This design comes from an exercise in tuning for small area, a short achievable clock period and few clock cycles on the open sky130 flow, not from production work.
Function was checked by simulation only, so behaviour that the tests miss may differ from the original.

## red
// xq_pathvel
module xq_pathvel (
    input  wire        clk,
    input  wire        rst,
    input  wire        in_valid,
    output wire        in_ready,
    input  wire [31:0] in_tau_up,
    input  wire [31:0] in_tau_down,
    input  wire [31:0] in_zero_off,
    input  wire [31:0] in_k,
    input  wire [31:0] in_len,
    output reg         out_valid,
    output reg         out_ok,
    output reg  [31:0] out_vel,
    output reg  [31:0] out_sos
);
Size: about 5800 flip-flops, ~230 I/O pins, about 380000 um2 of cells after synthesis.
Settings: LEC_CHECK=0, CAP_MARGIN=20, CORE_MARGIN=2, CORE_UTILIZATION=55, CTS_CLUSTER_DIAMETER=60, CTS_CLUSTER_SIZE=50, PLACE_DENSITY=0.65, SLEW_MARGIN=20; clock period 20.0 ns.
standard.sh (not shown) runs the stock make flow with config.mk's settings and CLKGATE_MAP_FILE= SYNTH_SCRIPT=/design/flow/synth_recipe.tcl, a recipe that flattens the netlist after the stock synthesis.
==> flow/flow/run.sh <==
#!/bin/bash
# The standard layout (the standard.sh: ORFS on the design's clock period and
# constraints), with the timing repair asked to leave more setup slack than the default, so
# that the resizer also works on paths well inside the 20 ns period.
set -euo pipefail
bash standard.sh SETUP_SLACK_MARGIN=14.4 finish > flow_make.log 2>&1
Testbench counts of red, summed over its fixed seeds: cycles 1,736.
#### Input delta (blue over red)
# red
export LEC_CHECK = 0
export CAP_MARGIN = 20
export CORE_MARGIN = 2
export CORE_UTILIZATION = 55
export CTS_CLUSTER_DIAMETER = 60
export CTS_CLUSTER_SIZE = 50
export PLACE_DENSITY = 0.65
export SLEW_MARGIN = 20
create_clock -name core_clock -period 20.0 [get_ports {clk}]
# blue
export LEC_CHECK = 0
export CAP_MARGIN = 20
export CORE_MARGIN = 2
export CORE_UTILIZATION = 55
export CTS_CLUSTER_SIZE = 30
export PLACE_DENSITY = 0.65
export SLEW_MARGIN = 20
create_clock -name core_clock -period 20.0 [get_ports {clk}]
--- a/flow/flow/run.sh
+++ b/flow/flow/run.sh
@@ -5,2 +5,2 @@
 set -euo pipefail
-bash standard.sh SETUP_SLACK_MARGIN=14.4 finish > flow_make.log 2>&1
+bash standard.sh SETUP_SLACK_MARGIN=14.5 finish > flow_make.log 2>&1
## What came out
red and blue ended up with nearly the same setup slack after layout. A start point of the critical path of c13_rs[56]$_DFF_P_ is what red shows, while out_sos[23]$_SDFF_PP1_ belongs to blue. blue vs red — clock-cell share of area rose 1.2 points. Re number of antenna violations at the first check in global routing: blue is about 6.6% down on red.

xq_pathvel, a different RTL version from the one above (not shown whole).
Size in the first run: roughly 42,000 cells after synthesis, ~390,000 sq um of cells after synthesis.
==> flow/design.v (excerpt) <==
module xq_pathvel (
    input  wire        clk,
    input  wire        rst,
    input  wire        in_valid,
    output wire        in_ready,
    input  wire [31:0] in_tau_up,
    input  wire [31:0] in_tau_down,
    input  wire [31:0] in_zero_off,
    input  wire [31:0] in_k,
    input  wire [31:0] in_len,
    output reg         out_valid,
    output reg         out_ok,
    output reg  [31:0] out_vel,
    output reg  [31:0] out_sos
);
export LEC_CHECK = 0
export CAP_MARGIN = 20
export CORE_MARGIN = 2
export CORE_UTILIZATION = 55
export CTS_CLUSTER_DIAMETER = 60
export CTS_CLUSTER_SIZE = 50
export PLACE_DENSITY = 0.65
export SLEW_MARGIN = 20
create_clock -name core_clock -period 20.0 [get_ports {clk}]
==> flow/flow/run.sh <==
#!/bin/bash
# The standard layout (the standard.sh: ORFS on the design's clock period and
# constraints), with the timing repair asked to leave more setup slack than the default, so
# that the resizer also works on paths well inside the 20 ns period.
set -euo pipefail
bash standard.sh SETUP_SLACK_MARGIN=14.4 finish > flow_make.log 2>&1
The starting point ran to the end with no violations.
Testbench counts at the start, summed over its fixed seeds: cycles 1,736.
==> next run, changes <==
--- a/flow/flow/run.sh
+++ b/flow/flow/run.sh
@@ -4,3 +4,3 @@
 # that the resizer also works on paths well inside the 20 ns period.
 set -euo pipefail
-bash standard.sh SETUP_SLACK_MARGIN=14.4 finish > flow_make.log 2>&1
+bash standard.sh SETUP_SLACK_MARGIN=14.5 finish > flow_make.log 2>&1
Settings changed: CORE_UTILIZATION 55 to 65, CTS_CLUSTER_DIAMETER 60 to unset, CTS_CLUSTER_SIZE 50 to 30, PLACE_DENSITY 0.65 to 0.72.
Result:
- count of clock-buffer cells in the layout came out higher by 302
- clock skew increases by 0.022 ns
- die area fell by 15%
- global-route usage went up by 6.5 points
- synthesized cell count does not change
- cell area rose by 0.62%
- worst setup slack gets worse by 0.10 ns
- first-iteration DRC count goes up by 20%

[what the ideal ports hide]
In the flow no input, the clock included, has a driving cell. The finished layouts below were timed again as built, in two steps. Step 1 assumes that a clkbuf_16 drives the clock port and a buf_2 every other input. Step 2 times the ports against the registers' clock, not the clock port: input delays grow and output delays shrink by t, the midpoint of the rising clock arrivals with the driver on. Three values: ideal, step 1, step 2; two values: the first two.
run	t (ns)	setup WS [ns]	slew at the worst register clock pin (ns)	cell pins on the clock port's net
red	1.256	14.330 / 14.244 / 14.330	0.12 / 0.12	1
blue	1.256	14.330 / 14.192 / 14.429	0.08 / 0.08	1
the first run of note 2	1.280	14.399 / 14.245 / 14.462	0.12 / 0.12	1
the second run of note 2	1.268	14.296 / 14.248 / 14.296	0.08 / 0.08	1
After both steps every run listed still meets setup and hold.
